This design comes from an exercise in tuning for small area, a short achievable clock period and few clock cycles per item on the open sky130 flow, not from production work.
In this exercise RTL edits were held to simulation tests only and were not proved equivalent to the original.

==> job 5679 <==
==> flow/design.v (excerpt) <==
module symhash (
    input  wire         clk,
    input  wire         rst,
    input  wire         in_valid,
    output wire         in_ready,
    input  wire [1:0]   in_kind,       
    input  wire [127:0] in_src_addr,   
    input  wire [127:0] in_dst_addr,
    input  wire [15:0]  in_src_port,
    input  wire [15:0]  in_dst_port,
    input  wire         in_l4,         
    input  wire         in_frag,       
    input  wire [7:0]   in_proto,
    input  wire [15:0]  in_etype,
    input  wire [11:0]  in_vid,
    input  wire [63:0]  in_udf,        
    input  wire [4:0]   in_cfg,        
    input  wire [31:0]  in_seed,       
    output wire         out_valid,
    input  wire         out_ready,
    output wire [31:0]  out_hash
);
    localparam KIND_L2   = 2'd0;
    localparam KIND_IPV4 = 2'd1;
    localparam KIND_IPV6 = 2'd2;
    localparam KIND_ERR  = 2'd3;
    wire is_l2   = (in_kind == KIND_L2);
    wire is_ipv4 = (in_kind == KIND_IPV4);
    wire is_ipv6 = (in_kind == KIND_IPV6);
    wire is_err  = (in_kind == KIND_ERR);
    wire [127:0] src_a = is_ipv6 ? in_src_addr :
                         is_ipv4 ? {96'd0, in_src_addr[31:0]} :
                         is_l2   ? {80'd0, in_src_addr[47:0]} : 128'd0;
    wire [127:0] dst_a = is_ipv6 ? in_dst_addr :
                         is_ipv4 ? {96'd0, in_dst_addr[31:0]} :
                         is_l2   ? {80'd0, in_dst_addr[47:0]} : 128'd0;
    wire use_ports = !is_l2 && in_cfg[0] && in_l4 && !in_frag;
    wire [15:0] src_p = use_ports ? in_src_port : 16'd0;
    wire [15:0] dst_p = use_ports ? in_dst_port : 16'd0;
    function [1:0] cmp_lt_gt;           
        input [127:0] d;
        input [127:0] s;
        reg [127:0] lt_v, gt_v;
        integer lv, j;
        begin
            lt_v = ~d & s;
            gt_v = d & ~s;
            for (lv = 64; lv >= 1; lv = lv / 2)
                for (j = 0; j < lv; j = j + 1) begin
                    lt_v[j] = lt_v[2*j+1] | (~gt_v[2*j+1] & lt_v[2*j]);
                    gt_v[j] = gt_v[2*j+1] | (~lt_v[2*j+1] & gt_v[2*j]);
                end
            cmp_lt_gt = {lt_v[0], gt_v[0]};
        end
    endfunction
    wire [1:0] c_hi = cmp_lt_gt({48'd0, in_dst_addr[127:48]}, {48'd0, in_src_addr[127:48]});
  ...
export LEC_CHECK = 0
export CAP_MARGIN = 20
export CORE_MARGIN = 2
export CORE_UTILIZATION = 42
export PLACE_DENSITY = 0.6
export SETUP_SLACK_MARGIN = 3.0
export SLEW_MARGIN = 20
create_clock -name core_clock -period 8.0 [get_ports {clk}]
run.sh (not shown) runs the stock make flow with config.mk's settings and CLKGATE_MAP_FILE= SYNTH_SCRIPT=/design/flow/synth_recipe.tcl, a recipe that flattens the netlist after the stock synthesis.
==> job 3770 (differences from job 5679) <==
==> flow/flow/run.sh (new file) <==
#!/bin/bash
# Own layout flow: the standard flow with two changes.
#  - After the standard synthesis, each 3-input XOR/XNOR cell is rewritten as
#    two 2-input cells (flow/split3.py), which take less area; registers and
#    every other cell stay as synthesis made them.
#  - The port buffers are buf_2 cells instead of ORFS's default choice.
# Each step's output goes to a log file of its own in this folder.
set -euo pipefail
export BUFFER_PORTS_ARGS="-buffer_cell sky130_fd_sc_hd__buf_2"
R=orfs/results/sky130hd/symhash/base
bash standard.sh synth > synth.log 2>&1
python3 flow/split3.py $R/1_2_yosys.v $R/1_2_yosys_split.v > split3.log 2>&1
mv $R/1_2_yosys_split.v $R/1_2_yosys.v
rm -f $R/1_synth.odb $R/1_synth.sdc
bash standard.sh > layout.log 2>&1
==> flow/flow/split3.py (new file) <==
#!/usr/bin/env python3
"""Rewrite a gate-level netlist: each 3-input XOR/XNOR cell becomes two 2-input
cells (xor2 then xor2/xnor2), which together take less area than the 3-input cell.
usage: split3.py in.v out.v"""
import re, sys
src = open(sys.argv[1]).read()
pat = re.compile(r'^(\s*)sky130_fd_sc_hd__(xnor3|xor3)_(\d+)\s+(\S+)\s*\(\s*'
                 r'\.A\(([^()]*)\),\s*\.B\(([^()]*)\),\s*\.C\(([^()]*)\),\s*\.X\(([^()]*)\)\s*\);',
                 re.M)
wires = []
count = 0
def rep(m):
    global count
    ind, kind, _drv, name, a, b, c, x = m.groups()
    count += 1
    w = f"split3_n{count}"
    wires.append(w)
    second = "xnor2_1" if kind == "xnor3" else "xor2_1"
    outpin = "Y" if kind == "xnor3" else "X"
    return (f"{ind}sky130_fd_sc_hd__xor2_1 split3_a{count} (.A({a.strip()}), .B({b.strip()}), .X({w}));\n"
            f"{ind}sky130_fd_sc_hd__{second} split3_b{count} (.A({w}), .B({c.strip()}), .{outpin}({x.strip()}));")
out = pat.sub(rep, src)
# declare the new wires after the module header
decl = "".join(f"  wire {w};\n" for w in wires)
out = re.sub(r'(module\s+\w+\s*\([^;]*\);\n)', lambda m: m.group(1) + decl, out, count=1)
open(sys.argv[2], "w").write(out)
print(f"split3: {count} cells split", file=sys.stderr)
==> flow/standard.sh (new file) <==
#!/bin/bash
# synth_recipe.tcl (not shown) runs the flow's synth.tcl, then flattens the netlist and writes it again
# the make line also repeats each setting of config.mk as NAME=value (left out here)
make -C /OpenROAD-flow-scripts/flow DESIGN_CONFIG=/design/flow/config.mk WORK_HOME=/design/flow/orfs CLKGATE_MAP_FILE= SYNTH_SCRIPT=/design/flow/synth_recipe.tcl "${@:-finish}"
- CAP_MARGIN: 20 -> 40
- CORE_UTILIZATION: 42 -> 35
- PLACE_DENSITY: 0.6 -> 0.5
- SETUP_SLACK_MARGIN: 3.0 -> 1.5
- SLEW_MARGIN: 20 -> 40
removed: flow/run.sh
==> comparison table <==
metric	job 3770	job 5679
Final weighted congestion of routability-driven global placement	1.27	1.35
HPWL after DPL	424 mm	389 mm
Result of the run	no timing/DRC/antenna violations	aborted with a tool error
Stage where the flow stopped	-	global routing (5_1_grt)
H-tree lvl count	4	4
IO Pins	467	467
Gates resized, CTS repair	15	2095
Root buf cell	sky130_fd_sc_hd__clkbuf_16	sky130_fd_sc_hd__clkbuf_16
Count of standard-cell rows	149	137
Hold buffers post-CTS	0	0
Total cell area at the placement stage	0.0662 mm²	0.0687 mm²
Count of warnings emitted by yosys	1	1
Effective utilization at floorplan	35.3%	42.4%
Die Span Y	412 µm	380 µm
Horizontal die dimension	412 µm	380 µm
Post-Syn Area	0.0583 mm²	0.0593 mm²
I/O Buffers	466	466
Syn avg cell area	7.95 µm²	8.32 µm²
Number of cells produced by synthesis	7325	7125
Placed Cells	9983	9536
Setup Fix Bufs, Post-CTS	1	599
Post-place setup slack	1.03 ns	0.687 ns
Synthesized net count	7759	7559
# clock sinks	151	151
Testbench counts of job 5679, summed over its fixed seeds: cycles 2,408, items 2,400.
Testbench counts of job 3770, summed over its fixed seeds: cycles 2,408, items 2,400.

[separate check: timing with driven ports]
The results above use ideal ports. As a check the final layout listed here was re-extracted and re-timed, cells and wires unchanged. Step 1, drivers: a clkbuf_16 drives clk and a buf_2 each remaining input, both assumed. Step 2, shift: input delay + t, output delay - t, t = (earliest + latest rising clock arrival at the registers) / 2. This alone moves slack from input paths to output paths. a / b / c = ideal ports / drivers / drivers and shift; a / b = the first two.
run: job 3770
t (ns): 0.501
setup WS [ns]: 0.935 / 0.931 / 0.430
worst setup path at the end: input to register
clock arrival spread, ns: 0.017 / 0.018
pins driven straight from the clock port: 1
After both steps setup and hold are still met in job 3770. For job 3770, drivers alone change the setup slack by -0.004 ns; drivers and shift together by -0.505 ns.
